What follows belongs to an exercise in optimizing a design on an open flow for small area, a short achievable clock period and few clock cycles; a production flow would make more cautious choices.
In this exercise RTL edits were held to simulation tests only and were not proved equivalent to the original.
Power and IR drop assume default switching activity.

==> flow/design.v <==
module dz3_pq_engine (
    input  wire         clk,
    input  wire         rst_n,
    input  wire         cmd_valid,
    output wire         cmd_ready,
    input  wire [1:0]   cmd_op,
    input  wire [5:0]   cmd_x,
    input  wire [5:0]   cmd_y,
    input  wire         in_valid,
    output wire         in_ready,
    input  wire [127:0] in_p,
    input  wire [127:0] in_q,
    input  wire [127:0] in_d,
    output reg          out_valid,
    output reg  [127:0] out_p,
    output reg  [127:0] out_q
);
    localparam [1:0] OP_ACC   = 2'd0;
    localparam [1:0] OP_ACC_P = 2'd1;
    localparam [1:0] OP_REC1Q = 2'd2;
    localparam [1:0] OP_REC2  = 2'd3;
    localparam [2:0] PH_IDLE = 3'd0;    
    localparam [2:0] PH_UPX  = 3'd1;    
    localparam [2:0] PH_DNX  = 3'd2;    
    localparam [2:0] PH_JNT  = 3'd3;    
    localparam [2:0] PH_DNM  = 3'd4;    
    localparam [2:0] PH_UPY  = 3'd5;    
    function [7:0] zech_inv;
        input [5:0] n;
        begin
            case (n)
            6'd0: zech_inv = 8'h00;
            6'd1: zech_inv = 8'hF4;
            6'd2: zech_inv = 8'hA7;
            6'd3: zech_inv = 8'h9D;
            6'd4: zech_inv = 8'h72;
            6'd5: zech_inv = 8'hED;
            6'd6: zech_inv = 8'h5F;
            6'd7: zech_inv = 8'h54;
            6'd8: zech_inv = 8'hA0;
            6'd9: zech_inv = 8'hA9;
            6'd10: zech_inv = 8'hFB;
            6'd11: zech_inv = 8'h74;
            6'd12: zech_inv = 8'h85;
            6'd13: zech_inv = 8'hE4;
            6'd14: zech_inv = 8'hC0;
            6'd15: zech_inv = 8'h8A;
            6'd16: zech_inv = 8'h67;
            6'd17: zech_inv = 8'hDC;
            6'd18: zech_inv = 8'h26;
            6'd19: zech_inv = 8'h63;
            6'd20: zech_inv = 8'hF2;
            6'd21: zech_inv = 8'hE9;
            6'd22: zech_inv = 8'hB4;
            6'd23: zech_inv = 8'hD2;
            6'd24: zech_inv = 8'h02;
            6'd25: zech_inv = 8'h8E;
            6'd26: zech_inv = 8'hBA;
            6'd27: zech_inv = 8'hAA;
            6'd28: zech_inv = 8'hDE;
            6'd29: zech_inv = 8'h89;
            6'd30: zech_inv = 8'h57;
            6'd31: zech_inv = 8'h59;
            6'd32: zech_inv = 8'hAC;
            6'd33: zech_inv = 8'h2C;
            6'd34: zech_inv = 8'h93;
            6'd35: zech_inv = 8'h09;
            6'd36: zech_inv = 8'h60;
            6'd37: zech_inv = 8'h1E;
            6'd38: zech_inv = 8'hBC;
            6'd39: zech_inv = 8'hA4;
            6'd40: zech_inv = 8'hB3;
            6'd41: zech_inv = 8'h43;
            6'd42: zech_inv = 8'hEB;
            6'd43: zech_inv = 8'hDA;
            6'd44: zech_inv = 8'h6A;
            6'd45: zech_inv = 8'h12;
            6'd46: zech_inv = 8'hC7;
            6'd47: zech_inv = 8'h39;
            6'd48: zech_inv = 8'h04;
            6'd49: zech_inv = 8'h69;
            6'd50: zech_inv = 8'h47;
            6'd51: zech_inv = 8'h98;
            6'd52: zech_inv = 8'h3E;
            6'd53: zech_inv = 8'hD0;
            6'd54: zech_inv = 8'h23;
            6'd55: zech_inv = 8'h82;
            6'd56: zech_inv = 8'h97;
            6'd57: zech_inv = 8'h7B;
            6'd58: zech_inv = 8'h52;
            6'd59: zech_inv = 8'hF6;
            6'd60: zech_inv = 8'hC5;
            6'd61: zech_inv = 8'h2F;
            6'd62: zech_inv = 8'h91;
            6'd63: zech_inv = 8'h1C;
            endcase
        end
    endfunction
    function [63:0] gf_mat;
        input [7:0] c;
        reg   [7:0] x;
        integer j;
        begin
            x = c;
            for (j = 0; j < 8; j = j + 1) begin
                gf_mat[8*j +: 8] = x;
                x = {x[6:0], 1'b0} ^ (x[7] ? 8'h1D : 8'h00);
            end
        end
    endfunction
    reg       p_valid;
    reg       p_free;      
    reg [1:0] p_op;
    reg [5:0] cx;
    reg [5:0] cy;
    reg [5:0] cm;
    reg [2:0] ph;
    reg [7:0] r;           
    reg [7:0] A;           
    reg       streaming;   
    reg [8:0] bcnt;
    reg       at_last;     
    reg       d_sel_lo;    
    reg       d_sel_hi;    
    reg       d_rec1q;
    reg       d_rec2;
    reg [63:0] m1;
    reg [63:0] m2;
    assign cmd_ready = p_free;
    assign in_ready  = streaming;
    wire fire_cmd  = cmd_valid && p_free;
    wire fire_in   = in_valid && streaming;
    wire last_beat = fire_in && at_last;
    wire p_ready   = p_valid && (ph == PH_IDLE);
    wire load_d    = p_ready && (!streaming || last_beat);
    wire [7:0] r_up   = {r[6:0], 1'b0} ^ (r[7] ? 8'h1D : 8'h00);    
    wire [7:0] r_down = {1'b0, r[7:1]} ^ (r[0] ? 8'h8E : 8'h00);    
    wire [7:0] f_d    = zech_inv(cx | cy);                          
    wire       cx_nz  = (cx != 6'd0);
    wire       cy_nz  = (cy != 6'd0);
    wire       cm_nz  = (cm != 6'd0);
    always @(posedge clk) begin
        if (!rst_n) begin
            p_valid <= 1'b0;
            p_free  <= 1'b1;
        end else if (fire_cmd) begin
            p_valid <= 1'b1;
            p_free  <= 1'b0;
        end else if (load_d) begin
            p_valid <= 1'b0;
            p_free  <= 1'b1;
        end
    end
    always @(posedge clk) begin
        if (fire_cmd) begin
            p_op <= cmd_op;
            cx   <= cmd_x;
            cy   <= cmd_y;
            cm   <= 6'd0;
            r    <= 8'd1;
            A    <= 8'd1;
            case (cmd_op)
                OP_ACC:   ph <= PH_UPX;
                OP_ACC_P: begin ph <= PH_IDLE; r <= 8'd0; end
                OP_REC1Q: ph <= PH_DNX;
                default:  ph <= PH_JNT;
            endcase
        end else begin
            case (ph)
                PH_UPX: begin
                    if (cx_nz) begin
                        r  <= r_up;
                        cx <= cx - 6'd1;
                    end else begin
                        ph <= PH_IDLE;
                    end
                end
                PH_DNX: begin
                    if (cx_nz) begin
                        r  <= r_down;
                        cx <= cx - 6'd1;
                    end else begin
                        A  <= r;
                        r  <= 8'd0;
                        ph <= PH_IDLE;
                    end
                end
                PH_JNT: begin
                    if (cx_nz && cy_nz) begin
                        cx <= cx - 6'd1;
                        cy <= cy - 6'd1;
                        cm <= cm + 6'd1;
                    end else begin
                        r  <= f_d;
                        ph <= PH_DNM;
                    end
                end
                PH_DNM: begin
                    if (cm_nz) begin
                        r  <= r_down;
                        cm <= cm - 6'd1;
                    end else begin
                        A  <= r;
                        r  <= f_d;
                        ph <= PH_UPY;
                    end
                end
                PH_UPY: begin
                    if (cy_nz) begin
                        r  <= r_up;
                        cy <= cy - 6'd1;
                    end else begin
                        ph <= PH_IDLE;
                    end
                end
                default: ph <= PH_IDLE;
            endcase
        end
    end
    always @(posedge clk) begin
        if (!rst_n)
            streaming <= 1'b0;
        else if (load_d)
            streaming <= 1'b1;
        else if (last_beat)
            streaming <= 1'b0;
    end
    always @(posedge clk) begin
        if (load_d) begin
            bcnt    <= 9'd0;
            at_last <= 1'b0;
        end else if (fire_in) begin
            bcnt    <= bcnt + 9'd1;
            at_last <= (bcnt == 9'd256);
        end
    end
    always @(posedge clk) begin
        if (load_d) begin
            d_sel_lo <= p_op[1];
            d_sel_hi <= !p_op[1];
            d_rec1q  <= (p_op == OP_REC1Q);
            d_rec2   <= (p_op == OP_REC2);
            m1       <= gf_mat(r);
            m2       <= gf_mat(A);
        end
    end
    always @(posedge clk) begin
        if (!rst_n)
            out_valid <= 1'b0;
        else
            out_valid <= fire_in;
    end
    wire d_rec = d_rec1q | d_rec2;
    reg [127:0] res_p;
    reg [127:0] res_q;
    reg [7:0]   sum, a, q, e;
    integer n, i, j;
    always @(*) begin
        for (n = 0; n < 16; n = n + 1) begin
            if (n < 8)
                a = d_sel_lo ? in_p[8*n +: 8] : in_d[8*n +: 8];
            else
                a = d_sel_hi ? in_d[8*n +: 8] : in_p[8*n +: 8];
            q = in_q[8*n +: 8];
            e = d_rec ? in_p[8*n +: 8] : (in_p[8*n +: 8] ^ in_d[8*n +: 8]);
            for (i = 0; i < 8; i = i + 1) begin
                sum[i] = 1'b0;
                for (j = 0; j < 8; j = j + 1)
                    sum[i] = sum[i] ^ (m1[8*j+i] & a[j]) ^ (m2[8*j+i] & q[j]);
            end
            res_p[8*n +: 8] = d_rec ? sum : e;
            res_q[8*n +: 8] = (d_rec1q ? 8'd0 : sum) ^ (d_rec2 ? e : 8'd0);
        end
    end
    always @(posedge clk) begin
        out_p <= res_p;
        out_q <= res_q;
    end
endmodule
==> flow/flow/run.sh <==
#!/bin/bash
# Standard layout, with the port buffers made of sky130_fd_sc_hd__buf_2 instead of the
# resizer's default choice. Each tool's full output goes to a log file in this folder.
set -euo pipefail
bash standard.sh "BUFFER_PORTS_ARGS=-buffer_cell sky130_fd_sc_hd__buf_2" finish > standard.log 2>&1
==> flow/standard.sh <==
#!/bin/bash
# synth_recipe.tcl (not shown) runs the flow's synth.tcl, then flattens the netlist and writes it again
# the make line also repeats each setting of config.mk as NAME=value (left out here)
make -C /OpenROAD-flow-scripts/flow DESIGN_CONFIG=/design/flow/config.mk WORK_HOME=/design/flow/orfs CLKGATE_MAP_FILE= SYNTH_SCRIPT=/design/flow/synth_recipe.tcl "${@:-finish}"
==> flow/config.mk <==
export PLATFORM = sky130hd
export DESIGN_NAME = dz3_pq_engine
export DESIGN_NICKNAME = dz3_pq_engine
export VERILOG_FILES = /design/flow/design.v
export SDC_FILE = /design/flow/constraint.sdc
export NUM_CORES = 4
export LEC_CHECK = 0
export CAP_MARGIN = 20
export CORE_MARGIN = 2
export CORE_UTILIZATION = 50
export PLACE_DENSITY = 0.6
export SETUP_SLACK_MARGIN = 3.9
export SLEW_MARGIN = 20
==> flow/constraint.sdc <==
create_clock -name core_clock -period 6.5 [get_ports {clk}]
set_input_delay 1.3000 -clock core_clock [delete_from_list [all_inputs] [get_ports {clk}]]
set_output_delay 1.3000 -clock core_clock [all_outputs]
set_load 0.01 [all_outputs]
==> run summary, run 1 <==
Starting DRT DRC Count=4680; final hold violations=0; Num CTS Buffers=46; Gate Count Post-Synth=6141; remaining global-route overflow=0; DIE AREA=90600 sq um; Total GRT Usage=37.5%; clock tree from TritonCTS=yes; Area contributors post-synth=xnor2_1 36%, nand2_1 19%, dfxtp_1 13%; Commonest cells post-synth=2210 x nand2_1, 1815 x xnor2_1, 423 x xor2_1; final worst clock skew=33.4 ps; Worst-Margin Slew=1130 ps; root buffer cell=clkbuf_16; pin count of the biggest net entering global routing=123; clock latency on the worst-skew pair=620 ps; average wire per standard cell=23.2 um; Post-synth ARST share=0%; synth warn=1; most frequent cell after synthesis=nand2_1; maxcap violations=0; fill cell count=8124; Die X=301 um; fin crit period=2710 ps; IO Count=661; CTS max path bufs=3; DR vias/cell=5.48; Routability Congestion=0.922; crit start category=input port; core area=87200 sq um; Synth Register Bits=371; first-pass GRT wire length=257 mm; run status=timing/DRC/antenna clean; Worst setup EP type=register; Max Slew Vio Count=0; DIE HEIGHT=301 um; Seq/Total Area, Yosys=18.8%; Power Dens Cells=521 nW/um^2; Worst Hold Class=reg -> reg; Synth top area share=36.0%; syn nets=6565; unrepaired setup endpoints after global routing=yes; initial antenna violation count=40; Post-Route Setup TNS=0 ps; Final setup viols=0; share of layout cells above drive strength 1=20.7%; Synth Flop Type=dfxtp_1; max_slew headroom=24.0%; Worst-path clk slew=60 ps; area taken by flip-flops and latches=8300 sq um; Residual DRC=0; Pleak=22.2 nW; Final nets=7001; Starting Density=50.6%; cell type with the largest total area after synthesis=xnor2_1; final instance area=52500 sq um; Post-synth EDFFs=87; CP required=6920 ps; CTS sink count=371; final worst-path cycle share=41.7%; Routed WL=181 mm; Port-buffer cells=660; Routed Antenna Nets=0; maximum vdd ir drop=0.000348 V; Yosys cell types=68; vias=42700; Hold-fix buffers, CTS=0; Post-Synthesis Cell Area=44100 sq um; Max Fanout on Critical Path=8; H-tree depth=2; dpl cell area=47200 sq um; Multi-input gate area=35400 sq um; Mean Syn Cell Area=7.18 sq um; Area Overhead vs Synth=19.0%; CP Data Arrival Time=3130 ps; num rows=108; Crit Path Class=in -> reg; overall power=27.3 mW; vias in the first global route=38300; f_max=369 MHz; Post-DP HPWL=122 mm; drt first pass iters=5
[stage by stage]
stage               hold WS, ps  utilization [%]  std cells  setup slack [ps]
floorplan                   406                -       6141              3900
global placement            457             54.2       7550              2880
detailed placement          467             54.2       7550              2860
CTS                         482             58.4       7740              3900
global route                500             60.2       7782              3810
finish                      485             60.2       7789              3790
[worst paths after layout]
check,slack [ps],end,cells after the start,from
setup / recovery,3790,out_p[26]$_DFF_P_,8,in_q[27]
hold / removal,480,m2[1]$_DFFE_PP_,0,A[1]$_SDFFE_PP0P_
setup reg to reg,3890,out_q[57]$_DFF_P_,10,m2[49]$_DFFE_PP_
hold reg to reg,480,m2[1]$_DFFE_PP_,0,A[1]$_SDFFE_PP0P_
[routing by layer]
| metal | up-vias | global-route usage (%) | wire length, um |
|---|---|---|---|
| li1 | 19500 | - | - |
| met2 | 2437 | 57.3 | 78400 |
| met4 | 38 | 12.7 | 7760 |
| met1 | 20200 | 51.4 | 72800 |
| met5 | - | 0 | 244 |
| met3 | 504 | 9.16 | 21400 |
[repair_timing]
action / 4_1_cts / 5_1_grt
setup endpoints to repair: 264 / 252
resized for setup: 147 / 219
pin swaps: 8 / 125
endpoints found under the hold margin: 0 / 0
setup buffers: 99 / 21
cloned: 5 / 9
[state kept, by name, indices dropped and copies added (netlist names)]
| signal | cells |
|---|---|
| cx | 6 |
| d_sel_hi | 1 |
| d_sel_lo | 1 |
| out_valid | 1 |
| p_free | 1 |
| m2 | 29 |
| streaming | 1 |
| d_rec1q | 1 |
| out_q | 128 |
| ph | 3 |
| cy | 6 |
| A | 8 |
| m1 | 29 |
| p_op | 2 |
| d_rec2 | 1 |
| cm | 6 |
| out_p | 128 |
| p_valid | 1 |
| at_last | 1 |
| bcnt | 9 |
| r | 8 |
[layout make-up]
cell class | instances | share of cell area (%)
Clock inverter | 21 | 0.400
Sequential cell | 371 | 15.8
Clock buffer | 65 | 2.54
Inverter | 28 | 0.210
Antenna cell | 19 | 0.0906
Timing Repair Buffer | 858 | 10.8
Tap cell | 1155 | 2.75
Multi-Input combinational cell | 5272 | 67.4
[worst max-delay path, stage by stage]
cell	delay [ps]
buf_2	200
nand2_1	90
xor2_1	150
xnor2_1	180
xnor2_2	440
xnor2_1	160
xnor2_1	380
a21oi_1	210
[cells by family after synthesis]
group                      Yosys count  share of synthesized area, %
and+or+nand+nor                   2599                          22.6
xor gates and xnor gates          2240                          44.5
buffers and inverters              499                          5.30
DFF                                371                          18.8
AOI/OAI and AO/OA                  269                          3.42
muxes                              141                          4.67
adders and majority gates           22                         0.641
[power breakdown]
group	internal, mW	switching (mW)
Combinational	8.71	11.6
Clock	1.49	1.16
Sequential	3.74	0.643
[layout by cell type, fill, tap and decap left out, drive strengths merged, types with 3 or more instances in the layout]
cell	instances
o22ai	5
diode	19
and3	4
or3	3
nor2b	4
nor3	10
nand4	3
mux2i	10
a31oi	3
nand2	2223
mux4	3
edfxtp	87
a21o	3
a221oi	3
or2	8
clkinv	14
mux2	128
o211ai	7
and2	4
o21ai	41
xor2	423
dfxtp	284
a211oi	12
buf	830
o21a	3
a21oi	171
nor4	3
nor2	328
inv	32
ha	21
xnor2	1817
clkbuf	93
Testbench counts, summed over its fixed seeds: cycles 49,727.
==> run 2: changes to the inputs <==
--- a/flow/config.mk
+++ b/flow/config.mk
@@ -9,5 +9,5 @@
 export CORE_MARGIN = 2
-export CORE_UTILIZATION = 50
-export PLACE_DENSITY = 0.6
-export SETUP_SLACK_MARGIN = 3.9
+export CORE_UTILIZATION = 60
+export PLACE_DENSITY = 0.7
+export SETUP_SLACK_MARGIN = 3.45
 export SLEW_MARGIN = 20
==> run 2 against run 1 <==
Effect of this change: global-route usage is 3.1 points higher; sequential share of layout area grew 1.0 points; clock power decreased by 2%; still clean on timing, DRC and antenna; power down 7.6%; critical path depth increased by 1; via count decreased by 0.20%; non-clock buffer count down 74; hold slack improved by 14 ps; largest power group unchanged; flip-flop and latch count unchanged; cell count fell by 3.4%.
==> run summary, run 2 <==
Starting DRT DRC Count=5503; Final setup viols=0; Residual DRC=0; IO Count=661; Commonest cells post-synth=2210 x nand2_1, 1815 x xnor2_1, 423 x xor2_1; largest family of logic cells by synthesized area=XOR/XNOR gates; DR vias/cell=5.66; Hold Slack=499 ps; xor/xnor share of the synthesized area=44.5%; Reg-to-Reg Start=m2[9]$_DFFE_PP_; Post-synth ARST share=0%; run status=timing/DRC/antenna clean; critical-path cell list=buf_4 -> nand2_1 -> xnor2_1 -> xnor2_1 -> xnor2_1 -> xnor2_1 -> xnor2_1 -> nor2_1 -> xnor2_1; H-tree depth=2; syn nets=6565; CP Buf/Inv Count=1; Crit path largest cell delay=570 ps; Num CTS Buffers=44; Yosys cell types=68; unrepaired setup endpoints after global routing=no; worst hold path startpoint=cm[5]$_SDFFE_PP0P_; Routed WL=164 mm; DIE HEIGHT=275 um; Starting Density=60.6%; CTS max path bufs=3; final worst clock skew=44.1 ps; average wire per standard cell=21.8 um; simple-gate portion of the synthesized area=22.6%; FF-to-FF setup slack=3410 ps; crit path launch=m2[9]$_DFFE_PP_; Power Dens Cells=512 nW/um^2; Worst path most repeated cell=xnor2_1; root buffer cell=clkbuf_16; post-synthesis adder-cell area fraction=0.641%; Crit Path Class=reg -> reg; Mean Syn Cell Area=7.18 sq um; drt first pass iters=7; non-filler cells in the finished layout=7523; CP required=7000 ps; maximum vdd ir drop=0.000359 V; Routed Antenna Nets=0; first-pass GRT wire length=235 mm; CP Data Arrival Time=3590 ps; Max Slew Vio Count=0; final core occ=67.7%; DIE AREA=75700 sq um; Post-synth EDFFs=87; Final nets=6925; CP top delay family=XOR/XNOR gates; Area contributors post-synth=xnor2_1 36%, nand2_1 19%, dfxtp_1 13%; Routability Congestion=0.951; vias in the first global route=37400; Crit-path slowest cell=xnor2_1; Worst-Margin Slew=1300 ps; cell type with the largest total area after synthesis=xnor2_1; Worst Hold Class=reg -> reg; Post-Route Setup TNS=0 ps; commonest non-fill, non-tap cell in the layout=nand2_1; final worst-path cycle share=47.5%; fill cell count=6354; Post-DP HPWL=113 mm; max_slew headroom=13.4%; Synth Area in Compound Gates=3.42%; Synth top area share=36.0%; Area Overhead vs Synth=11.8%; Synth Flop Type=dfxtp_1; Synth Register Bits=371; Hold Path Sink=cm[5]$_SDFFE_PP0P_; most frequent cell after synthesis=nand2_1; overall power=25.3 mW; num rows=99; hold depth=2; Max Fanout on Critical Path=26; initial antenna violation count=40; Top Registers=out_p: 128 flops, out_q: 128 flops; final hold violations=0; Post-Synthesis Cell Area=44100 sq um; Port-buffer cells=660; remaining global-route overflow=0; share of layout cells above drive strength 1=16.1%; f_max=324 MHz; post-synthesis mux area share=4.67%; clock tree from TritonCTS=yes; worst r2r path cells=9; fin crit period=3090 ps; Seq/Total Area, Yosys=18.8%; most frequent cells in the layout=2209 x nand2_1, 1806 x xnor2_1, 660 x buf_2; placed cells=7332; Gate Count Post-Synth=6141; crit start category=register; Die X=275 um; Total GRT Usage=40.6%; clock latency on the worst-skew pair=620 ps; Worst setup EP type=register; Pleak=20.4 nW; Hold-fix buffers, CTS=0; worst reg2reg path endpoint=out_q[25]$_DFF_P_; maxcap violations=0; pin count of the biggest net entering global routing=111; Worst-path clk slew=60 ps; synth warn=1; CTS sink count=371; core area=72800 sq um; vias=42600
-- run 2: cell types whose count changed in the layout (fill, tap and decap cells not counted), sizes merged --
cell and delta:
clkinvlp +1, diode +9, inv +1, buf -46, nor2 -1, clkbuf -34, bufinv +2, clkinv -3
or2 +1
-- run 2: worst max-delay path by stage --
stage                     slack (ps)  depth (start not counted)            endpoint
after floorplan                 3560                          4   d_rec1q$_DFFE_PP_
after CTS                       3450                         11  r[6]$_SDFFCE_PP0P_
final                           3410                          9   out_q[25]$_DFF_P_
after global routing            3460                          8   out_q[66]$_DFF_P_
after detailed placement        3000                          9    out_q[6]$_DFF_P_
after global placement          3010                          6      r[0]$_DFFE_PP_
-- run 2: worst min-delay path, delay by kind of cell (launching register included) --
family	cells	cell delay (ps)
DFF	1	320
AOI/OAI and AO/OA	2	130
-- run 2: cell type report --
type | count | area, sq um | share of cell area [%]
well taps | 959 | 1200 | 2.43
repair buffers | 784 | 4560 | 9.24
inverters | 28 | 113 | 0.228
clock inverters | 22 | 240 | 0.487
multi-input cells | 5272 | 33600 | 68.1
flip-flops and latches | 371 | 8300 | 16.8
clock buffers | 59 | 1260 | 2.55
diodes | 28 | 70.1 | 0.142
-- run 2: cells by family (layout without fill, tap and decap cells) --
logic type | count (synthesis) | in the layout
AOI/OAI and AO/OA | 269 | 269
DFF | 371 | 371
and+or+nand+nor | 2599 | 2600
buffers and inverters | 499 | 893
adders and majority gates | 22 | 22
other | 0 | 28
xor gates and xnor gates | 2240 | 2240
muxes | 141 | 141
-- run 2: per-layer routing --
| layer | track usage, % | up-vias | wire length [um] | share of wire (%) |
|---|---|---|---|---|
| li1 | - | 19400 | - | - |
| met1 | 54.1 | 19900 | 62500 | 38 |
| met2 | 62.7 | 2819 | 71800 | 44 |
| met3 | 10.0 | 475 | 22000 | 13 |
| met4 | 16.3 | 20 | 7230 | 4.4 |
| met5 | 0 | - | 131 | 0.080 |
-- run 2: power by group --
group          internal [mW]  switching, mW
clock network           1.49           1.09
registers               3.74          0.818
logic                   7.39           10.7
-- run 2: what timing repair did --
item	CTS	global route
endpoints found under the setup margin	200	118
cloned	0	1
pin swaps	0	2
setup buffers	19	62
gates resized for setup	10	21
-- run 2: per-stage QoR --
step / worst slack, ps / cell area [sq um]
after floorplan: 3560 / 44100
after global placement: 3010 / 46800
after detailed placement: 3000 / 46800
after CTS: 3450 / 48500
after global routing: 3460 / 49300
final: 3410 / 49300
==> run 3: changes to the inputs <==
==> flow/flow/run.sh (replaced) <==
#!/bin/bash
# Standard layout, with two changes to how it is made:
#  - the port buffers are sky130_fd_sc_hd__buf_2 instead of the resizer's default choice;
#  - the pins of each byte lane (in_p, in_q, in_d, out_p, out_q bytes n) are placed as one
#    contiguous group, so each lane's logic sits next to its own pins.
# Each tool's full output goes to a log file in this folder.
set -euo pipefail
GROUPS_ARGS=$(cat flow/pin_groups.txt)
bash standard.sh "BUFFER_PORTS_ARGS=-buffer_cell sky130_fd_sc_hd__buf_2" \
    "PLACE_PINS_ARGS=$GROUPS_ARGS" finish > standard.log 2>&1
==> flow/flow/pin_groups.txt (new file) <==
-group_pins {in_p[0] in_p[1] in_p[2] in_p[3] in_p[4] in_p[5] in_p[6] in_p[7] in_q[0] in_q[1] in_q[2] in_q[3] in_q[4] in_q[5] in_q[6] in_q[7] in_d[0] in_d[1] in_d[2] in_d[3] in_d[4] in_d[5] in_d[6] in_d[7] out_p[0] out_p[1] out_p[2] out_p[3] out_p[4] out_p[5] out_p[6] out_p[7] out_q[0] out_q[1] out_q[2] out_q[3] out_q[4] out_q[5] out_q[6] out_q[7]} -group_pins {in_p[8] in_p[9] in_p[10] in_p[11] in_p[12] in_p[13] in_p[14] in_p[15] in_q[8] in_q[9] in_q[10] in_q[11] in_q[12] in_q[13] in_q[14] in_q[15] in_d[8] in_d[9] in_d[10] in_d[11] in_d[12] in_d[13] in_d[14] in_d[15] out_p[8] out_p[9] out_p[10] out_p[11] out_p[12] out_p[13] out_p[14] out_p[15] out_q[8] out_q[9] out_q[10] out_q[11] out_q[12] out_q[13] out_q[14] out_q[15]} -group_pins {in_p[16] in_p[17] in_p[18] in_p[19] in_p[20] in_p[21] in_p[22] in_p[23] in_q[16] in_q[17] in_q[18] in_q[19] in_q[20] in_q[21] in_q[22] in_q[23] in_d[16] in_d[17] in_d[18] in_d[19] in_d[20] in_d[21] in_d[22] in_d[23] out_p[16] out_p[17] out_p[18] out_p[19] out_p[20] out_p[21] out_p[22] out_p[23] out_q[16] out_q[17] out_q[18] out_q[19] out_q[20] out_q[21] out_q[22] out_q[23]} -group_pins {in_p[24] in_p[25] in_p[26] in_p[27] in_p[28] in_p[29] in_p[30] in_p[31] in_q[24] in_q[25] in_q[26] in_q[27] in_q[28] in_q[29] in_q[30] in_q[31] in_d[24] in_d[25] in_d[26] in_d[27] in_d[28] in_d[29] in_d[30] in_d[31] out_p[24] out_p[25] out_p[26] out_p[27] out_p[28] out_p[29] out_p[30] out_p[31] out_q[24] out_q[25] out_q[26] out_q[27] out_q[28] out_q[29] out_q[30] out_q[31]} -group_pins {in_p[32] in_p[33] in_p[34] in_p[35] in_p[36] in_p[37] in_p[38] in_p[39] in_q[32] in_q[33] in_q[34] in_q[35] in_q[36] in_q[37] in_q[38] in_q[39] in_d[32] in_d[33] in_d[34] in_d[35] in_d[36] in_d[37] in_d[38] in_d[39] out_p[32] out_p[33] out_p[34] out_p[35] out_p[36] out_p[37] out_p[38] out_p[39] out_q[32] out_q[33] out_q[34] out_q[35] out_q[36] out_q[37] out_q[38] out_q[39]} -group_pins {in_p[40] in_p[41] in_p[42] in_p[43] in_p[44] in_p[45] in_p[46] in_p[47] in_q[40] in_q[41] in_q[42] in_q[43] in_q[44] in_q[45] in_q[46] in_q[47] in_d[40] in_d[41] in_d[42] in_d[43] in_d[44] in_d[45] in_d[46] in_d[47] out_p[40] out_p[41] out_p[42] out_p[43] out_p[44] out_p[45] out_p[46] out_p[47] out_q[40] out_q[41] out_q[42] out_q[43] out_q[44] out_q[45] out_q[46] out_q[47]} -group_pins {in_p[48] in_p[49] in_p[50] in_p[51] in_p[52] in_p[53] in_p[54] in_p[55] in_q[48] in_q[49] in_q[50] in_q[51] in_q[52] in_q[53] in_q[54] in_q[55] in_d[48] in_d[49] in_d[50] in_d[51] in_d[52] in_d[53] in_d[54] in_d[55] out_p[48] out_p[49] out_p[50] out_p[51] out_p[52] out_p[53] out_p[54] out_p[55] out_q[48] out_q[49] out_q[50] out_q[51] out_q[52] out_q[53] out_q[54] out_q[55]} -group_pins {in_p[56] in_p[57] in_p[58] in_p[59] in_p[60] in_p[61] in_p[62] in_p[63] in_q[56] in_q[57] in_q[58] in_q[59] in_q[60] in_q[61] in_q[62] in_q[63] in_d[56] in_d[57] in_d[58] in_d[59] in_d[60] in_d[61] in_d[62] in_d[63] out_p[56] out_p[57] out_p[58] out_p[59] out_p[60] out_p[61] out_p[62] out_p[63] out_q[56] out_q[57] out_q[58] out_q[59] out_q[60] out_q[61] out_q[62] out_q[63]} -group_pins {in_p[64] in_p[65] in_p[66] in_p[67] in_p[68] in_p[69] in_p[70] in_p[71] in_q[64] in_q[65] in_q[66] in_q[67] in_q[68] in_q[69] in_q[70] in_q[71] in_d[64] in_d[65] in_d[66] in_d[67] in_d[68] in_d[69] in_d[70] in_d[71] out_p[64] out_p[65] out_p[66] out_p[67] out_p[68] out_p[69] out_p[70] out_p[71] out_q[64] out_q[65] out_q[66] out_q[67] out_q[68] out_q[69] out_q[70] out_q[71]} -group_pins {in_p[72] in_p[73] in_p[74] in_p[75] in_p[76] in_p[77] in_p[78] in_p[79] in_q[72] in_q[73] in_q[74] in_q[75] in_q[76] in_q[77] in_q[78] in_q[79] in_d[72] in_d[73] in_d[74] in_d[75] in_d[76] in_d[77] in_d[78] in_d[79] out_p[72] out_p[73] out_p[74] out_p[75] out_p[76] out_p[77] out_p[78] out_p[79] out_q[72] out_q[73] out_q[74] out_q[75] out_q[76] out_q[77] out_q[78] out_q[79]} -group_pins {in_p[80] in_p[81] in_p[82] in_p[83] in_p[84] in_p[85] in_p[86] in_p[87] in_q[80] in_q[81] in_q[82] in_q[83] in_q[84] in_q[85] in_q[86] in_q[87] in_d[80] in_d[81] in_d[82] in_d[83] in_d[84] in_d[85] in_d[86] in_d[87] out_p[80] out_p[81] out_p[82] out_p[83] out_p[84] out_p[85] out_p[86] out_p[87] out_q[80] out_q[81] out_q[82] out_q[83] out_q[84] out_q[85] out_q[86] out_q[87]} -group_pins {in_p[88] in_p[89] in_p[90] in_p[91] in_p[92] in_p[93] in_p[94] in_p[95] in_q[88] in_q[89] in_q[90] in_q[91] in_q[92] in_q[93] in_q[94] in_q[95] in_d[88] in_d[89] in_d[90] in_d[91] in_d[92] in_d[93] in_d[94] in_d[95] out_p[88] out_p[89] out_p[90] out_p[91] out_p[92] out_p[93] out_p[94] out_p[95] out_q[88] out_q[89] out_q[90] out_q[91] out_q[92] out_q[93] out_q[94] out_q[95]} -group_pins {in_p[96] in_p[97] in_p[98] in_p[99] in_p[100] in_p[101] in_p[102] in_p[103] in_q[96] in_q[97] in_q[98] in_q[99] in_q[100] in_q[101] in_q[102] in_q[103] in_d[96] in_d[97] in_d[98] in_d[99] in_d[100] in_d[101] in_d[102] in_d[103] out_p[96] out_p[97] out_p[98] out_p[99] out_p[100] out_p[101] out_p[102] out_p[103] out_q[96] out_q[97] out_q[98] out_q[99] out_q[100] out_q[101] out_q[102] out_q[103]} -group_pins {in_p[104] in_p[105] in_p[106] in_p[107] in_p[108] in_p[109] in_p[110] in_p[111] in_q[104] in_q[105] in_q[106] in_q[107] in_q[108] in_q[109] in_q[110] in_q[111] in_d[104] in_d[105] in_d[106] in_d[107] in_d[108] in_d[109] in_d[110] in_d[111] out_p[104] out_p[105] out_p[106] out_p[107] out_p[108] out_p[109] out_p[110] out_p[111] out_q[104] out_q[105] out_q[106] out_q[107] out_q[108] out_q[109] out_q[110] out_q[111]} -group_pins {in_p[112] in_p[113] in_p[114] in_p[115] in_p[116] in_p[117] in_p[118] in_p[119] in_q[112] in_q[113] in_q[114] in_q[115] in_q[116] in_q[117] in_q[118] in_q[119] in_d[112] in_d[113] in_d[114] in_d[115] in_d[116] in_d[117] in_d[118] in_d[119] out_p[112] out_p[113] out_p[114] out_p[115] out_p[116] out_p[117] out_p[118] out_p[119] out_q[112] out_q[113] out_q[114] out_q[115] out_q[116] out_q[117] out_q[118] out_q[119]} -group_pins {in_p[120] in_p[121] in_p[122] in_p[123] in_p[124] in_p[125] in_p[126] in_p[127] in_q[120] in_q[121] in_q[122] in_q[123] in_q[124] in_q[125] in_q[126] in_q[127] in_d[120] in_d[121] in_d[122] in_d[123] in_d[124] in_d[125] in_d[126] in_d[127] out_p[120] out_p[121] out_p[122] out_p[123] out_p[124] out_p[125] out_p[126] out_p[127] out_q[120] out_q[121] out_q[122] out_q[123] out_q[124] out_q[125] out_q[126] out_q[127]}
--- a/flow/config.mk
+++ b/flow/config.mk
@@ -9,5 +9,5 @@
 export CORE_MARGIN = 2
-export CORE_UTILIZATION = 60
-export PLACE_DENSITY = 0.7
-export SETUP_SLACK_MARGIN = 3.45
+export CORE_UTILIZATION = 50
+export PLACE_DENSITY = 0.6
+export SETUP_SLACK_MARGIN = 3.6
 export SLEW_MARGIN = 20
==> run 3 against run 2 <==
Effect of this change: clock skew shrank 13 ps; critical path depth is the same; non-clock buffer count shrank 17; power shrank 4.6%; core utilization shrank 11 points; count of clock-buffer cells in the layout shrank 4; first-iteration DRC count shrank 1.9%; critical path type unchanged.
==> run summary, run 3 <==
fin crit period=2900 ps; crit start category=register; final hold violations=0; H-tree depth=2; M2 GR Usage=58.1%; synth warn=1; Synth top area share=36.0%; unrepaired setup endpoints after global routing=no; final worst clock skew=31.2 ps; share of layout cells above drive strength 1=15.7%; Worst-Margin Slew=1200 ps; maximum vdd ir drop=0.000289 V; Worst Hold Class=reg -> reg; final worst-path cycle share=44.5%; Reg-to-Reg Start=m2[54]$_DFFE_PP_; max_slew headroom=19.9%; most frequent cell after synthesis=nand2_1; hold depth=2; worst r2r path cells=9; Worst-path clk slew=60 ps; Final setup viols=0; maxcap violations=0; cell type with the largest total area after synthesis=xnor2_1; final instance area=49300 sq um; Routed WL=180 mm; run status=timing/DRC/antenna clean; Top Registers=out_p: 128 flops, out_q: 128 flops; final core occ=56.6%; Post-Route Setup TNS=0 ps; CP Data Arrival Time=3390 ps; dpl cell area=47200 sq um; initial antenna violation count=63; CTS sink count=371; Post-DP HPWL=126 mm; critical-path cell list=buf_4 -> nand2_1 -> xor2_1 -> xnor2_1 -> xnor2_1 -> xnor2_1 -> xnor2_1 -> nor2_1 -> xnor2_1; f_max=345 MHz; CP required=7000 ps; FF-to-FF setup slack=3600 ps; most frequent cells in the layout=2208 x nand2_1, 1812 x xnor2_1, 660 x buf_2; grt met3 use=8.87%; Worst setup EP type=register; CP top delay family=XOR/XNOR gates; Starting Density=50.6%; Residual DRC=0; Area Overhead vs Synth=11.8%; Area contributors post-synth=xnor2_1 36%, nand2_1 19%, dfxtp_1 13%; worst hold path startpoint=p_valid$_SDFFE_PN0P_; clock tree from TritonCTS=yes; average wire per standard cell=23.3 um; Max Slew Vio Count=0; Port-buffer cells=660; placed cells=7547; Routability Congestion=1.03; worst reg2reg path endpoint=out_q[68]$_DFF_P_; DIE AREA=90600 sq um; Num CTS Buffers=42; core area=87200 sq um; Crit path largest cell delay=740 ps; Pleak=20.2 nW; Yosys cell types=68; Hold Slack=481 ps; Gate Count Post-Synth=6141; remaining global-route overflow=0; Commonest cells post-synth=2210 x nand2_1, 1815 x xnor2_1, 423 x xor2_1; Hold Path Sink=p_valid$_SDFFE_PN0P_; Power Dens Cells=489 nW/um^2; Crit-path slowest cell=buf_4; Max Fanout on Critical Path=64; Post-Synthesis Cell Area=44100 sq um; Worst path most repeated cell=xnor2_1; Routed Antenna Nets=0; vias in the first global route=38400; commonest non-fill, non-tap cell in the layout=nand2_1; met1 usage=51.9%; CP Buf/Inv Count=1; CTS max path bufs=3; DIE HEIGHT=301 um; Final nets=6905; Post-synth ARST share=0%; Synth Flop Type=dfxtp_1; Synth Register Bits=371; Post-synth EDFFs=87; first-pass GRT wire length=261 mm; syn nets=6565; non-filler cells in the finished layout=7723; vias=42400; DR vias/cell=5.49; Mean Syn Cell Area=7.18 sq um; root buffer cell=clkbuf_16; Top Usage Layer GRT=met2; pin count of the biggest net entering global routing=145; Seq/Total Area, Yosys=18.8%; clock latency on the worst-skew pair=640 ps; Total GRT Usage=38.0%; IO Count=661; Crit Path Class=reg -> reg; Starting DRT DRC Count=5400; Die X=301 um; drt first pass iters=6; num rows=108
-- run 3: how the worst max path moves through the flow --
stage	startpoint	to	slack, ps	depth (start not counted)
floorplan	cx[0]$_DFFE_PP_	r[2]$_SDFFCE_PP0P_	3700	12
global placement	cx[0]$_DFFE_PP_	r[2]$_SDFFCE_PP0P_	3270	10
detailed placement	d_sel_lo$_DFFE_PP_	out_q[56]$_DFF_P_	3260	10
CTS	cx[0]$_DFFE_PP_	r[2]$_SDFFCE_PP0P_	3530	10
global route	m2[59]$_DFFE_PP_	out_q[67]$_DFF_P_	3580	8
finish	m2[54]$_DFFE_PP_	out_q[68]$_DFF_P_	3600	9
-- run 3: where the power goes --
group	switching (mW)	internal, mW	total (mW)	leakage, nW
Clock	1.06	1.38	2.44	0.654
Sequential	0.754	3.74	4.50	3.21
Combinational	9.81	7.36	17.2	16.3
Total	11.6	12.5	24.1	20.2
-- run 3: tightest hold or removal path: stages, from the launching register on --
cell,delay [ps]
dfxtp_1,310
o21ai_0,60
a21boi_0,70
-- run 3: per-layer routing --
metal  up-vias  share of wire [%]
li1      19400                  -
met1     20100                 41
met2      2451                 44
met3       430                 12
met4        22                4.0
met5         -               0.11
-- run 3: final cells by class --
cell class	instances	area, sq um
Fill cell	8342	37800
Multi-Input combinational cell	5271	33500
Sequential cell	371	8300
Timing Repair Buffer	767	4410
Tap cell	1155	1450
Clock buffer	55	1160
Clock inverter	21	213
Antenna cell	55	138
Inverter	28	113
-- run 3: kinds of logic after synthesis --
family | Yosys count | synth area share (%)
AOI/OAI and AO/OA | 269 | 3.42
xor gates and xnor gates | 2240 | 44.5
adders and majority gates | 22 | 0.641
buffers and inverters | 499 | 5.30
DFF | 371 | 18.8
muxes | 141 | 4.67
and+or+nand+nor | 2599 | 22.6
-- run 3: metrics by stage --
stage / worst slack (ps) / total power, mW
floorplan: 3700 / 16.6
global placement: 3270 / 21.0
detailed placement: 3260 / 21.2
CTS: 3530 / 23.7
global route: 3580 / 25.4
finish: 3600 / 24.1
-- run 3: timing repair --
item,CTS,global route
pin swaps,0,0
hold buffers,0,0
setup buffers,4,41
setup endpoints to repair,169,97
gates resized for setup,14,21
==> run 4: changes to the inputs <==
--- a/flow/config.mk
+++ b/flow/config.mk
@@ -12,2 +12,2 @@
 export SETUP_SLACK_MARGIN = 3.6
-export SLEW_MARGIN = 20
+export SLEW_MARGIN = 50
==> run 4 against run 3 <==
Effect of this change: first-iteration DRC count decreased by 5.7%; critical path depth increased by 1; worst setup slack improved by 64 ps; non-clock buffer count increased by 12; area after synthesis unchanged; critical path type unchanged.
==> run summary, run 4 <==
Routability Congestion=1.03; clock latency on the worst-skew pair=640 ps; first-pass GRT wire length=263 mm; Routed WL=180 mm; Synth Register Bits=371; H-tree depth=2; share of layout cells above drive strength 1=16.0%; Power Dens Cells=490 nW/um^2; Worst setup EP type=register; f_max=353 MHz; most frequent cells in the layout=2209 x nand2_1, 1812 x xnor2_1, 660 x buf_2; Worst path most repeated cell=xnor2_1; Multi-input gate area=33600 sq um; Hold-fix buffers, CTS=0; Max Slew Vio Count=0; commonest non-fill, non-tap cell in the layout=nand2_1; final worst-path cycle share=43.6%; final hold violations=0; crit start category=register; IO Count=661; run status=timing/DRC/antenna clean; root buffer cell=clkbuf_16; final core occ=56.9%; worst r2r path cells=10; CP Data Arrival Time=3370 ps; average wire per standard cell=23.2 um; Final nets=6919; Area Overhead vs Synth=12.4%; Gate Count Post-Synth=6141; vias in the first global route=38700; clock tree from TritonCTS=yes; vias=42400; CTS sink count=371; initial antenna violation count=70; pin count of the biggest net entering global routing=145; fill cell count=8326; cell type with the largest total area after synthesis=xnor2_1; Commonest cells post-synth=2210 x nand2_1, 1815 x xnor2_1, 423 x xor2_1; Starting Density=50.6%; Top Registers=out_p: 128 flops, out_q: 128 flops; DIE AREA=90600 sq um; Worst-path clk slew=60 ps; Post-Synthesis Cell Area=44100 sq um; fin crit period=2830 ps; Pleak=20.3 nW; Seq/Total Area, Yosys=18.8%; CP required=7040 ps; Final setup viols=0; synth warn=1; critical-path cell list=buf_6 -> buf_12 -> mux2_4 -> nand2_1 -> xnor2_1 -> xnor2_1 -> xnor2_1 -> xnor2_1 -> nor2_1 -> xnor2_1; Post-Route Setup TNS=0 ps; critical path depth in cells=10; Die X=301 um; area taken by flip-flops and latches=8300 sq um; core area=87200 sq um; hold depth=2; Max Fanout on Critical Path=40; CTS max path bufs=3; Starting DRT DRC Count=5091; Post-DP HPWL=129 mm; maxcap violations=0; syn nets=6565; Residual DRC=0; DR vias/cell=5.48; DIE HEIGHT=301 um; Area contributors post-synth=xnor2_1 36%, nand2_1 19%, dfxtp_1 13%; Crit path largest cell delay=410 ps; Port-buffer cells=660; final worst clock skew=79.6 ps; Synth Flop Type=dfxtp_1; Total GRT Usage=38.1%; unrepaired setup endpoints after global routing=yes; CP top delay family=XOR/XNOR gates; Num CTS Buffers=44; Crit-path slowest cell=mux2_4; Post-synth EDFFs=87; most frequent cell after synthesis=nand2_1; Worst-Margin Slew=848 ps; Post-synth ARST share=0%; Worst Hold Class=reg -> reg; num rows=108; remaining global-route overflow=0; drt first pass iters=5; Yosys cell types=68; maximum vdd ir drop=0.000330 V; max_slew headroom=43.4%; Mean Syn Cell Area=7.18 sq um; Crit Path Class=reg -> reg; Routed Antenna Nets=0; Synth top area share=36.0%; CP Buf/Inv Count=2
## run 4: repair_timing
action | 4_1_cts | 5_1_grt
resized for setup | 8 | 12
buffers inserted | 4 | 9
setup endpoints to repair | 60 | 53
## run 4: routing by layer
layer	wire length, um	share of wire, %	vias up	track usage (%)
met5	232	0.13	-	0
met4	7130	4.0	32	14.9
met3	20300	11	398	8.78
met2	79200	44	2404	58.5
met1	72800	41	20200	51.4
li1	-	-	19400	-
## run 4: stage by stage
step / hold WS, ps / std cells / setup slack [ps] / power, mW / instance area, sq um
after floorplan: 406 / 6141 / 3700 / 16.6 / 44100
after detailed placement: 475 / 7588 / 3320 / 21.3 / 47600
final: 480 / 7742 / 3670 / 24.3 / 49600
after CTS: 483 / 7674 / 3510 / 23.9 / 49200
after global routing: 520 / 7723 / 3590 / 25.6 / 49500
after global placement: 471 / 7545 / 3270 / 21.0 / 47100
## run 4: logic make-up after synthesis
logic type | Yosys count | synth area share (%)
AOI/OAI and AO/OA | 269 | 3.42
xor gates and xnor gates | 2240 | 44.5
adders and majority gates | 22 | 0.641
buffers and inverters | 499 | 5.30
DFF | 371 | 18.8
muxes | 141 | 4.67
and+or+nand+nor | 2599 | 22.6
## run 4: path summary, 6_finish.rpt
check	slack, ps	start	to
max	3670	d_sel_lo$_DFFE_PP_	out_q[31]$_DFF_P_
min	480	p_valid$_SDFFE_PN0P_	p_valid$_SDFFE_PN0P_
max reg2reg	3670	d_sel_lo$_DFFE_PP_	out_q[31]$_DFF_P_
min reg2reg	480	p_valid$_SDFFE_PN0P_	p_valid$_SDFFE_PN0P_
## run 4: cell type report
type	instances	share of cell area, %
sequential	371	16.7
clock inverter	28	0.608
antenna	56	0.283
tap	1155	2.91
multi-input combinational	5271	67.7
clock buffer	54	2.44
timing repair buffer	779	9.11
inverter	28	0.227
## run 4: power by group
group	switching, mW	total [mW]	internal (mW)
clock	1.12	2.59	1.47
combinational	9.92	17.3	7.37
sequential	0.675	4.42	3.74
## run 4: worst min-delay path: cells and delay by family (launching register included)
kind	cells	cell delay, ps
AO/OA/AOI/OAI	2	130
flip-flops	1	300
==> run 5: changes to the inputs <==
--- a/flow/config.mk
+++ b/flow/config.mk
@@ -11,3 +11,3 @@
 export PLACE_DENSITY = 0.6
-export SETUP_SLACK_MARGIN = 3.6
+export SETUP_SLACK_MARGIN = 3.9
 export SLEW_MARGIN = 50
==> run 5 against run 4 <==
Effect of this change: cell count up 0.37%; final area rose by 1.2%; sequential share of layout area shrank 0.20 points; register-to-register slack better by 210 ps; non-clock buffer count grew 43; via count fell by 0.30%; area after synthesis did not move; highest routed layer unchanged; worst setup slack improved by 210 ps; first-iteration DRC count decreased by 7.8%; flip-flop and latch count unchanged; routed wire length shrank 2.4%.
==> run summary, run 5 <==
Port-buffer cells=660; first-pass GRT wire length=256 mm; vias in the first global route=38700; DR vias/cell=5.44; DIE AREA=90600 sq um; Routed Antenna Nets=0; FF-to-FF setup slack=3880 ps; Top Registers=out_p: 128 flops, out_q: 128 flops; Area Overhead vs Synth=13.7%; Routability Congestion=0.980; Synth top area share=36.0%; average wire per standard cell=22.6 um; Multi-input gate area=33700 sq um; Hold Path Sink=p_valid$_SDFFE_PN0P_; core area=87200 sq um; Commonest cells post-synth=2210 x nand2_1, 1815 x xnor2_1, 423 x xor2_1; max_slew headroom=48.0%; final instance area=50200 sq um; most frequent cell after synthesis=nand2_1; Post-Synthesis Cell Area=44100 sq um; drt first pass iters=5; Post-synth ARST share=0%; Starting DRT DRC Count=4692; Crit-path slowest cell=edfxtp_1; hold depth=2; Starting Density=50.6%; Worst-path clk slew=60 ps; initial antenna violation count=61; CP top delay family=XOR/XNOR gates; dpl cell area=47700 sq um; Synth Flop Type=dfxtp_1; Worst setup EP type=register; Post-synth EDFFs=87; Worst path most repeated cell=xnor2_1; share of layout cells above drive strength 1=16.8%; maxcap violations=0; Worst-Margin Slew=780 ps; Max Fanout on Critical Path=10; H-tree depth=2; Yosys cell types=68; synth warn=1; worst r2r path cells=8; Max Slew Vio Count=0; Mean Syn Cell Area=7.18 sq um; commonest non-fill, non-tap cell in the layout=nand2_1; Reg-to-Reg Start=m1[2]$_DFFE_PP_; CP Data Arrival Time=3130 ps; Final setup viols=0; Gate Count Post-Synth=6141; CTS sink count=371; Power Dens Cells=487 nW/um^2; CP required=7000 ps; root buffer cell=clkbuf_16; CTS max path bufs=3; Total GRT Usage=36.9%; f_max=381 MHz; area taken by flip-flops and latches=8300 sq um; vias=42300; syn nets=6565; critical-path cell list=buf_4 -> nand2_1 -> xnor2_1 -> xnor2_1 -> xnor2_1 -> xnor2_1 -> nor2_2 -> xnor2_1; Seq/Total Area, Yosys=18.8%; maximum vdd ir drop=0.000355 V; Pleak=20.6 nW; fill cell count=8198; final worst clock skew=29.6 ps; pin count of the biggest net entering global routing=131; Crit Path Class=reg -> reg; clock latency on the worst-skew pair=630 ps; final hold violations=0; worst hold path startpoint=p_valid$_SDFFE_PN0P_; Worst Hold Class=reg -> reg; Synth Register Bits=371; Die X=301 um; Num CTS Buffers=42; fin crit period=2620 ps; Residual DRC=0; worst reg2reg path endpoint=out_q[10]$_DFF_P_; unrepaired setup endpoints after global routing=no; Post-Route Setup TNS=0 ps; Final nets=6961; Crit path largest cell delay=800 ps; Post-DP HPWL=124 mm; num rows=108; final worst-path cycle share=40.4%; crit start category=register; run status=timing/DRC/antenna clean; remaining global-route overflow=0; Routed WL=175 mm; most frequent cells in the layout=2206 x nand2_1, 1801 x xnor2_1, 660 x buf_2; Hold-fix buffers, CTS=0; DIE HEIGHT=301 um; CP Buf/Inv Count=1; IO Count=661; clock tree from TritonCTS=yes; Area contributors post-synth=xnor2_1 36%, nand2_1 19%, dfxtp_1 13%; cell type with the largest total area after synthesis=xnor2_1
## run 5: metrics by stage
stage	setup WS, ps	utilization (%)	cells	hold slack [ps]	power, mW
floorplan	3900	-	6141	406	16.6
global placement	3130	54.1	7550	472	20.9
detailed placement	3260	54.7	7593	486	21.2
CTS	3850	56.8	7688	495	24.0
global route	3890	57.5	7761	523	25.8
finish	3880	57.6	7771	490	24.4
## run 5: logic make-up (layout without fill, tap and decap cells)
group                    Yosys count  after routing  share of synthesized area, %
other                              0             47                             0
adder cells (fa/ha/maj)           22             22                         0.641
AND/OR/NAND/NOR                 2599           2600                          22.6
XOR/XNOR                        2240           2240                          44.5
multiplexers                     141            141                          4.67
flip-flops                       371            371                          18.8
AO/OA/AOI/OAI                    269            269                          3.42
buffers and inverters            499            926                          5.30
## run 5: tightest hold or removal path, stage by stage (launching register included)
cell and delay, ps:
dfxtp_1 310, o21ai_0 60, a21boi_0 80
## run 5: final cells by class
type | instances | share of cell area [%]
multi-input combinational | 5272 | 67.2
sequential | 371 | 16.5
timing repair buffer | 822 | 9.91
tap | 1155 | 2.88
clock buffer | 56 | 2.38
clock inverter | 20 | 0.671
antenna | 47 | 0.234
inverter | 28 | 0.232
## run 5: repair_timing
item / CTS / global route
pin swaps: 3 / 9
buffers inserted: 18 / 27
cloned: 1 / 5
setup endpoints to repair: 228 / 110
gates resized for setup: 42 / 32
## run 5: worst max-delay path by stage
stage	from	to	depth (start not counted)
after floorplan	in_q[1]	out_q[3]$_DFF_P_	9
after global placement	cmd_valid	r[0]$_DFFE_PP_	7
after detailed placement	d_sel_hi$_DFFE_PP_	out_q[122]$_DFF_P_	10
after CTS	d_sel_hi$_DFFE_PP_	out_q[122]$_DFF_P_	10
after global routing	in_q[56]	out_q[58]$_DFF_P_	9
final	m1[2]$_DFFE_PP_	out_q[10]$_DFF_P_	8
## run 5: power by group
part           switching [mW]  internal (mW)  leakage, nW  total [mW]
logic                    9.91           7.56         16.7        17.5
registers               0.586           3.74         3.21        4.33
clock network            1.09           1.55        0.739        2.64
total                    11.6           12.9         20.6        24.4
## run 5: routing by layer
metal  wire (um)  track usage, %  share of wire, %
met5         138               0             0.079
met4        7490            15.4               4.3
met3       18100            7.32                10
met2       79300            58.2                45
met1       70400            48.9                40
==> run 6: changes to the inputs <==
--- a/flow/config.mk
+++ b/flow/config.mk
@@ -11,3 +11,3 @@
 export PLACE_DENSITY = 0.6
-export SETUP_SLACK_MARGIN = 3.9
+export SETUP_SLACK_MARGIN = 4.15
 export SLEW_MARGIN = 50
==> run 6 against run 5 <==
Effect of this change: largest power group unchanged; first-iteration DRC count up 7.9%; combinational power up 25%; global-route usage up 3.4 points; synthesized cell count unchanged; flip-flop and latch count unchanged; critical endpoint is now out_q[112]$_DFF_P_; routed wire length up 14%; register-to-register slack better by 70 ps; sequential power up 6.5%; final area up 17%; area after synthesis unchanged.
==> run summary, run 6 <==
f_max=391 MHz; final core occ=67.4%; final setup margin=3940 ps; worst hold path startpoint=p_valid$_SDFFE_PN0P_; Num CTS Buffers=43; Crit Path Class=reg -> reg; final worst-path cycle share=39.3%; Pleak=25.0 nW; Power Dens Cells=495 nW/um^2; CTS max path bufs=3; Multi-input gate area=37900 sq um; met1 wire length=75.3 mm; crit path launch=d_sel_hi$_DFFE_PP_; share of layout cells above drive strength 1=33.6%; post-synthesis adder-cell area fraction=0.641%; largest family of logic cells by synthesized area=XOR/XNOR gates; root buffer cell=clkbuf_16; vias=45300; Routed Antenna Nets=0; Hold Slack=490 ps; final worst clock skew=26.4 ps; Worst-Margin Slew=848 ps; Routability Congestion=0.948; max_slew headroom=43.4%; commonest non-fill, non-tap cell in the layout=nand2_1; initial antenna violation count=63; vias in the first global route=40500; routed wl met2=86.3 mm; Die X=301 um; most frequent cells in the layout=1818 x nand2_1, 1495 x xnor2_1, 414 x xor2_1; Crit-path slowest cell=edfxtp_1; DIE AREA=90600 sq um; synth warn=1; Starting DRT DRC Count=5064; Hold-fix buffers, CTS=0; Commonest cells post-synth=2210 x nand2_1, 1815 x xnor2_1, 423 x xor2_1; clock latency on the worst-skew pair=610 ps; Crit path largest cell delay=450 ps; CTS sink count=371; first-pass GRT wire length=276 mm; Synth Area in Compound Gates=3.42%; Max Fanout on Critical Path=8; Area contributors post-synth=xnor2_1 36%, nand2_1 19%, dfxtp_1 13%; CP required=6980 ps; placed cells=7591; unrepaired setup endpoints after global routing=yes; pin count of the biggest net entering global routing=145; xor/xnor share of the synthesized area=44.5%; run status=timing/DRC/antenna clean; cell type with the largest total area after synthesis=xnor2_1; average wire per standard cell=25.0 um; Top Registers=out_p: 128 flops, out_q: 128 flops; Post-Route Setup TNS=0 ps; Worst setup EP type=register; Total GRT Usage=40.3%; overall power=29.1 mW; Gate Count Post-Synth=6141; Synth Flop Type=dfxtp_1; drt first pass iters=6; H-tree depth=2; Port-buffer cells=660; Reg-to-Reg Start=d_sel_hi$_DFFE_PP_; Mean Syn Cell Area=7.18 sq um; highest metal used=met5; CP Data Arrival Time=3040 ps; post-synthesis mux area share=4.67%; Residual DRC=0; Final nets=7183; DR vias/cell=5.66; core area=87200 sq um; non-filler cells in the finished layout=7998; Worst Hold Class=reg -> reg; Post-synth EDFFs=87; most frequent cell after synthesis=nand2_1; area taken by flip-flops and latches=8550 sq um; dpl ws=3170 ps; fin crit period=2560 ps; Yosys cell types=68; critical-path cell list=buf_4 -> buf_6 -> buf_16 -> mux2_4 -> buf_4 -> nand2_2 -> xnor2_1 -> xnor2_2 -> xnor2_2 -> xnor2_2 -> nor2_1 -> xnor2_1; Worst-path clk slew=60 ps; Routed WL=200 mm; num rows=108; fill cell count=7214; Synth top area share=36.0%; maxcap violations=0; crit start category=register; dpl cell area=48400 sq um; Synth Register Bits=371; Starting Density=50.6%; Worst path most repeated cell=xnor2_2; simple-gate portion of the synthesized area=22.6%; met3 WL=25.9 mm; Post-Synthesis Cell Area=44100 sq um; Max Slew Vio Count=0; Post-DP HPWL=130 mm; Seq/Total Area, Yosys=18.8%; IO Count=661; DIE HEIGHT=301 um; final hold violations=0; remaining global-route overflow=0; Post-synth ARST share=0%; final instance area=58700 sq um; Final setup viols=0; clock tree from TritonCTS=yes; maximum vdd ir drop=0.000348 V; Area Overhead vs Synth=33.1%; syn nets=6565
==> run 6: cells by family after synthesis <==
kind of cell | after synthesis
buffers and inverters | 499
flip-flops | 371
AO/OA/AOI/OAI | 269
XOR/XNOR | 2240
multiplexers | 141
AND/OR/NAND/NOR | 2599
adder cells (fa/ha/maj) | 22
==> run 6: final timing paths <==
path              depth (start not counted)                   end  slack (ps)
setup / recovery                         12    out_q[112]$_DFF_P_        3940
hold / removal                            2  p_valid$_SDFFE_PN0P_         490
setup reg to reg                         12    out_q[112]$_DFF_P_        3940
hold reg to reg                           2  p_valid$_SDFFE_PN0P_         490
==> run 6: final cells by class <==
type,instances,share of cell area [%]
Multi-Input combinational cell,5274,64.5
Tap cell,1155,2.46
Sequential cell,371,14.6
Timing Repair Buffer,1041,15.5
Inverter,28,0.209
Clock buffer,61,2.10
Clock inverter,19,0.471
Antenna cell,49,0.209
==> run 6: report_power, final <==
| group | total [mW] | switching (mW) | internal (mW) |
|---|---|---|---|
| registers | 4.61 | 0.727 | 3.88 |
| logic | 21.9 | 11.5 | 10.4 |
| clock network | 2.58 | 1.07 | 1.51 |
==> run 6: repair_timing <==
item                                    4_1_cts  5_1_grt
setup buffers                               130      110
gates cloned                                 16       19
gates resized for setup                     689      669
endpoints found under the setup margin      546      496
pin swaps                                   314      493
==> run 6: routing by layer <==
layer	vias to the layer above	GRT usage [%]
met5	-	0
li1	19900	-
met2	2964	61.2
met3	761	10.8
met4	38	18.4
met1	21600	53.1
==> run 6: worst max-delay path: cells and delay by family (launching register included) <==
family / cells / cell delay (ps)
buf+inv: 4 / 610
xor+xnor: 5 / 850
mux: 1 / 360
flops: 1 / 450
simple gates: 2 / 150
==> run 7: changes to the inputs <==
--- a/flow/config.mk
+++ b/flow/config.mk
@@ -9,5 +9,5 @@
 export CORE_MARGIN = 2
-export CORE_UTILIZATION = 50
-export PLACE_DENSITY = 0.6
-export SETUP_SLACK_MARGIN = 4.15
+export CORE_UTILIZATION = 55
+export PLACE_DENSITY = 0.7
+export SETUP_SLACK_MARGIN = 3.9
 export SLEW_MARGIN = 50
==> run 7 against run 6 <==
Effect of this change: highest routed layer unchanged; count of clock-buffer cells in the layout fell by 5; clock skew fell by 5.7 ps; register-to-register slack got worse by 60 ps; power fell by 17%; clock power fell by 3%; first-iteration DRC count rose by 3.5%; hold slack got worse by 1.3 ps; still clean on timing, DRC and antenna; via count fell by 5.6%.
==> run summary, run 7 <==
pin count of the biggest net entering global routing=145; critical-path cell list=buf_4 -> nand2_1 -> xnor2_1 -> xnor2_1 -> xnor2_1 -> xnor2_1 -> nor2_1 -> xnor2_1; fin crit period=2620 ps; CTS sink count=371; critical path depth in cells=8; core area=79300 sq um; initial antenna violation count=70; Worst-path clk slew=60 ps; Max Slew Vio Count=0; Worst setup EP type=register; crit start category=register; Area Overhead vs Synth=13.0%; Synth Register Bits=371; Starting DRT DRC Count=5242; syn nets=6565; Commonest cells post-synth=2210 x nand2_1, 1815 x xnor2_1, 423 x xor2_1; Mean Syn Cell Area=7.18 sq um; average wire per standard cell=21.5 um; f_max=382 MHz; non-filler cells in the finished layout=7680; critical path capture point=out_q[107]$_DFF_P_; Post-Synthesis Cell Area=44100 sq um; worst reg2reg path endpoint=out_q[107]$_DFF_P_; DR vias/cell=5.56; Crit path largest cell delay=810 ps; Post-synth ARST share=0%; IO Count=661; crit path launch=m1[59]$_DFFE_PP_; most frequent cell after synthesis=nand2_1; Power Dens Cells=483 nW/um^2; H-tree depth=2; Final setup viols=0; Yosys cell types=68; CP Data Arrival Time=3100 ps; Pleak=20.5 nW; clock latency on the worst-skew pair=610 ps; Crit-path slowest cell=edfxtp_1; Crit Path Class=reg -> reg; Starting Density=55.7%; vias=42700; final core occ=62.9%; Worst Hold Class=reg -> reg; maximum vdd ir drop=0.000250 V; Hold Slack=488 ps; root buffer cell=clkbuf_16; final instance area=49900 sq um; commonest non-fill, non-tap cell in the layout=nand2_1; worst hold path startpoint=p_valid$_SDFFE_PN0P_; final worst clock skew=20.7 ps; CP required=6990 ps; drt first pass iters=5; Gate Count Post-Synth=6141; CP top delay family=XOR/XNOR gates; remaining global-route overflow=0; Residual DRC=0; Synth Flop Type=dfxtp_1; share of layout cells above drive strength 1=16.6%; cell type with the largest total area after synthesis=xnor2_1; max_slew headroom=44.4%; unrepaired setup endpoints after global routing=yes; clock tree from TritonCTS=yes; final worst-path cycle share=40.3%; synth warn=1; Num CTS Buffers=41; Total GRT Usage=38.1%; Top Registers=out_p: 128 flops, out_q: 128 flops; Reg-to-Reg Start=m1[59]$_DFFE_PP_; run status=timing/DRC/antenna clean; DIE HEIGHT=287 um; vias in the first global route=39300; Port-buffer cells=660; Die X=287 um; Max Fanout on Critical Path=9; FF-to-FF setup slack=3880 ps; Post-DP HPWL=116 mm; maxcap violations=0; Final nets=6954; Area contributors post-synth=xnor2_1 36%, nand2_1 19%, dfxtp_1 13%; Post-Route Setup TNS=0 ps; Synth top area share=36.0%; first-pass GRT wire length=244 mm; Hold-fix buffers, CTS=0; num rows=103; CTS max path bufs=3; Seq/Total Area, Yosys=18.8%; Post-synth EDFFs=87; final hold violations=0; Routability Congestion=0.929; Worst path most repeated cell=xnor2_1; Routed WL=165 mm; dpl cell area=47500 sq um; placed cells=7492; DIE AREA=82500 sq um; Worst-Margin Slew=833 ps; worst r2r path cells=8; most frequent cells in the layout=2207 x nand2_1, 1803 x xnor2_1, 660 x buf_2; Routed Antenna Nets=0; CP Buf/Inv Count=1
==> run 7: cell counts after synthesis <==
No cell type changed its count.
==> run 7: report_power, final <==
group	total, mW	switching [mW]	internal (mW)
clock	2.49	1.06	1.43
sequential	4.38	0.634	3.74
combinational	17.2	9.68	7.54
==> run 7: cell type report <==
type,count,area [sq um]
repair buffers,816,4870
well taps,1050,1310
multi-input cells,5272,33700
diodes,68,170
flip-flops and latches,371,8300
inverters,28,113
clock buffers,56,1160
fillers,7019,29400
clock inverters,19,265
==> run 7: worst min path at each step <==
stage	to	slack (ps)	cells after the start
global placement	p_valid$_SDFFE_PN0P_	470	2
global route	m2[9]$_DFFE_PP_	510	0
CTS	p_valid$_SDFFE_PN0P_	490	2
finish	p_valid$_SDFFE_PN0P_	490	2
floorplan	m2[17]$_DFFE_PP_	410	0
detailed placement	p_valid$_SDFFE_PN0P_	480	2
==> run 7: tightest hold or removal path, cell delays in order (launching register included) <==
cell      delay (ps)
dfxtp_1          310
o21ai_0           60
a21boi_0          80
==> run 7: cell families after synthesis <==
group / Yosys count / share of synthesized area (%)
buf+inv: 499 / 5.30
xor+xnor: 2240 / 44.5
fa+ha+maj: 22 / 0.641
compound gates: 269 / 3.42
flops: 371 / 18.8
simple gates: 2599 / 22.6
mux: 141 / 4.67
==> run 7: layer usage <==
metal  up-vias  track usage, %  share of wire [%]
li1      19500               -                  -
met4        22            22.5                6.0
met2      2591            60.0                 45
met5         -           0.872               0.13
met3       558            8.37                 12
met1     20100            47.5                 37
==> run 7: repair_timing <==
action	in CTS	in global routing
setup endpoints to repair	210	130
gates resized for setup	31	31
buffers inserted	12	25
cloned	2	3
pin swaps	1	13
==> run 7: through the flow <==
step	power, mW	setup WS (ps)
floorplan	16.6	3900
global placement	20.5	3050
detailed placement	20.9	3330
CTS	23.6	3890
global route	25.4	3820
finish	24.1	3880

-- what the ideal ports hide --
In the flow no input, the clock included, has a driving cell. The finished layouts below were timed again as built, in two steps.
Step 1 (the two cells are an assumption about what drives the block):
set clk [get_ports {clk}]
set_driving_cell -lib_cell sky130_fd_sc_hd__clkbuf_16 $clk
set_driving_cell -lib_cell sky130_fd_sc_hd__buf_2 [delete_from_list [all_inputs] $clk]
Step 2 times the ports against the registers' clock, not the clock port: input delays grow and output delays shrink by t, the midpoint of the rising clock arrivals with the driver on.
Three values: ideal, step 1, step 2; two values: the first two.
run | t (ns) | setup slack, ns | hold WS [ns] | clock arrival spread, ns
run 1 | 0.677 | 3.791 / 3.794 / 3.116 | 0.485 / 0.485 / 0.485 | 0.033 / 0.033
run 2 | 0.665 | 3.413 / 3.413 / 2.834 | 0.499 / 0.499 / 0.499 | 0.044 / 0.044
run 3 | 0.692 | 3.605 / 3.605 / 3.124 | 0.481 / 0.481 / 0.481 | 0.033 / 0.032
run 4 | 0.666 | 3.669 / 3.669 / 3.147 | 0.480 / 0.480 / 0.480 | 0.080 / 0.080
run 5 | 0.679 | 3.875 / 3.868 / 3.189 | 0.490 / 0.490 / 0.490 | 0.030 / 0.029
run 6 | 0.675 | 3.944 / 3.944 / 3.270 | 0.490 / 0.490 / 0.490 | 0.033 / 0.033
run 7 | 0.670 | 3.883 / 3.880 / 3.210 | 0.488 / 0.488 / 0.488 | 0.021 / 0.022
After both steps setup and hold are still met in every run listed. For run 5, which loses most, drivers alone change the setup slack by -0.007 ns; drivers and shift together by -0.686 ns.
